This is an optimization exercise on Yosys and OpenROAD, whose aim is small area and a short achievable clock period, not a production implementation.
No activity file was given, so power comes from the tool's default toggle rates.

run E:
## hb1dec
module hb1dec (
    input  wire        clk,
    input  wire        rst,         
    input  wire        in_valid,
    input  wire [31:0] in_data,
    output reg         out_valid,
    output reg  [31:0] out_data
);
Size: ~68 I/O pins, ~36000 um2 of cells after synthesis.
==> flow/config.mk <==
export PLATFORM = sky130hd
export DESIGN_NAME = hb1dec
export DESIGN_NICKNAME = hb1dec
export VERILOG_FILES = /design/flow/design.v
export SDC_FILE = /design/flow/constraint.sdc
export NUM_CORES = 4
export LEC_CHECK = 0
export CAP_MARGIN = 20
export CORE_MARGIN = 2
export CORE_UTILIZATION = 60
export SLEW_MARGIN = 20
export SYNTH_HIERARCHICAL = 1
export SYNTH_MINIMUM_KEEP_SIZE = 0
==> flow/constraint.sdc <==
create_clock -name core_clock -period 18.0 [get_ports {clk}]
set_input_delay 3.6000 -clock core_clock [delete_from_list [all_inputs] [get_ports {clk}]]
set_output_delay 3.6000 -clock core_clock [all_outputs]
set_load 0.01 [all_outputs]
standard.sh (not shown) runs the stock make flow with config.mk's settings and CLKGATE_MAP_FILE= SYNTH_SCRIPT=/design/flow/synth_recipe.tcl, a recipe that flattens the netlist after the stock synthesis.
==> flow/flow/run.sh <==
#!/bin/bash
# The standard layout (the standard.sh), with the port buffers made of
# buf_2 cells instead of the cell buffer_ports picks by default, and clock
# tree synthesis without dummy loads.
set -euo pipefail
export BUFFER_PORTS_ARGS="-buffer_cell sky130_fd_sc_hd__buf_2"
export CTS_ARGS="-sink_clustering_enable -repair_clock_nets -sink_clustering_size 24 -sink_clustering_max_diameter 100 -dont_use_dummy_load"
bash standard.sh > standard.log 2>&1
Here is what was changed in the inputs of run B compared with run E.
--- a/flow/design.v
+++ b/flow/design.v
@@ -15,14 +15,32 @@
     reg        c2, c3, c4;
     reg        c2k;      
     reg        nc2k;     
     reg        nnb;      
     reg  [9:0] vo;       
     wire oacc = in_valid & phase;
     wire eacc = in_valid & ~phase;
+    reg        ph1, ph2, ph3;            
+    reg        a1g1, a1g2, a1g3, ea1g1, ea1g2, ea1g3;
+    wire       og1 = in_valid & ph1,  eg1 = in_valid & ~ph1;
+    wire       og2 = in_valid & ~ph2, eg2 = in_valid & ph2;
+    wire       og3 = in_valid & ~ph3, eg3 = in_valid & ph3;
+    always @(posedge clk) begin
+        if (rst) begin
+            ph1 <= 1'b0; ph2 <= 1'b1; ph3 <= 1'b1;
+            a1g1 <= 1'b0; a1g2 <= 1'b0; a1g3 <= 1'b0;
+            ea1g1 <= 1'b0; ea1g2 <= 1'b0; ea1g3 <= 1'b0;
+        end else begin
+            ph1 <= ph1 ^ in_valid;
+            if (in_valid) ph2 <= ~ph2;
+            ph3 <= ph3 ^ in_valid;
+            a1g1 <= og1; a1g2 <= og2; a1g3 <= og3;
+            ea1g1 <= eg1; ea1g2 <= eg2; ea1g3 <= eg3;
+        end
+    end
     always @(posedge clk) begin
         c2k  <= b1;
         nc2k <= ~b1;
         nnb  <= nb1;
         hreg <= in_data[31:16];
         if (rst) begin
             phase <= 1'b0;
@@ -42,40 +60,58 @@
     always @(posedge clk)
         if (oacc | a1) begin
             os0 <= a1 ? hreg : in_data[15:0];
             os1 <= os0;
             os2 <= os1;
             os3 <= os2;
             os4 <= os3;
+        end
+    always @(posedge clk)
+        if (og1 | a1g1) begin
             os5 <= os4;
             os6 <= os5;
             os7 <= os6;
             os8 <= os7;
             os9 <= os8;
+        end
+    always @(posedge clk)
+        if (og2 | a1g2) begin
             os10 <= os9;
             os11 <= os10;
             os12 <= os11;
             os13 <= os12;
             os14 <= os13;
+        end
+    always @(posedge clk)
+        if (og3 | a1g3) begin
             os15 <= os14;
             os16 <= os15;
             os17 <= os16;
             os18 <= os17;
         end
     reg [15:0] es0, es1, es2, es3, es4, es5, es6, es7, es8, es9;
     always @(posedge clk)
         if (eacc | ea1) begin
             es0 <= ea1 ? hreg : in_data[15:0];
             es1 <= es0;
             es2 <= es1;
+        end
+    always @(posedge clk)
+        if (eg1 | ea1g1) begin
             es3 <= es2;
             es4 <= es3;
             es5 <= es4;
+        end
+    always @(posedge clk)
+        if (eg2 | ea1g2) begin
             es6 <= es5;
             es7 <= es6;
+        end
+    always @(posedge clk)
+        if (eg3 | ea1g3) begin
             es8 <= es7;
             es9 <= es8;
         end
     wire [15:0] wan0 = ~(os0 & {16{vo[0]}});
     wire [15:0] wbn0 = ~(os18 & {16{vo[9]}});
     reg         pc0;
     reg  [16:0] pr0;
--- outcome ---
The final layouts of run E and run B pass the timing, design-rule and antenna checks.
On clock buffer count in the final layout, the lower figure sits with run B, not run E.
Post-route antenna net violation count: run B vs run E identical
Changes observed in run B relative to run E: sequential share of layout area level, global-route wire length before repair moved up, core outline area level, number of global-route vias before repair level, fraction of power consumed by combinational cells moved down.
Run B gives more filler-free cell count of the finished design than run E did.
Comparing run E and run B, arrival time at the worst endpoint is higher on run E.
Diff run E -> run B | proportion of synthesized chip area in sequential cells | increase of 0.25 points
No functional check of the RTL was part of any run of this note.

-- what the ideal ports hide --
No port has a modelled driver above. Below, the same layouts with a new extraction and two added sets of constraints.
Step 1 sets driving cells, clkbuf_16 on the clock port and buf_2 on the other inputs (assumed; they add their load-dependent delay and slew).
Step 2, shift: input delay + t, output delay - t, t = (earliest + latest rising clock arrival at the registers) / 2. This alone moves slack from input paths to output paths.
Three values: ideal ports, drivers, drivers and shift; two values: the first two.
| run | t (ns) | setup slack, ns | worst hold slack (ns) | clock arrival spread, ns | slew at the worst register clock pin (ns) |
|---|---|---|---|---|---|
| run E | 0.638 | 11.545 / 11.579 / 10.941 | 0.335 / 0.335 / 0.335 | 0.064 / 0.064 | 0.10 / 0.10 |
| run B | 0.631 | 13.184 / 13.230 / 12.599 | 0.337 / 0.337 / 0.337 | 0.056 / 0.056 | 0.10 / 0.10 |
After both steps every run listed still meets setup and hold. The setup slack of run E, which loses most, moves by +0.034 ns with the drivers and by -0.604 ns with both steps.
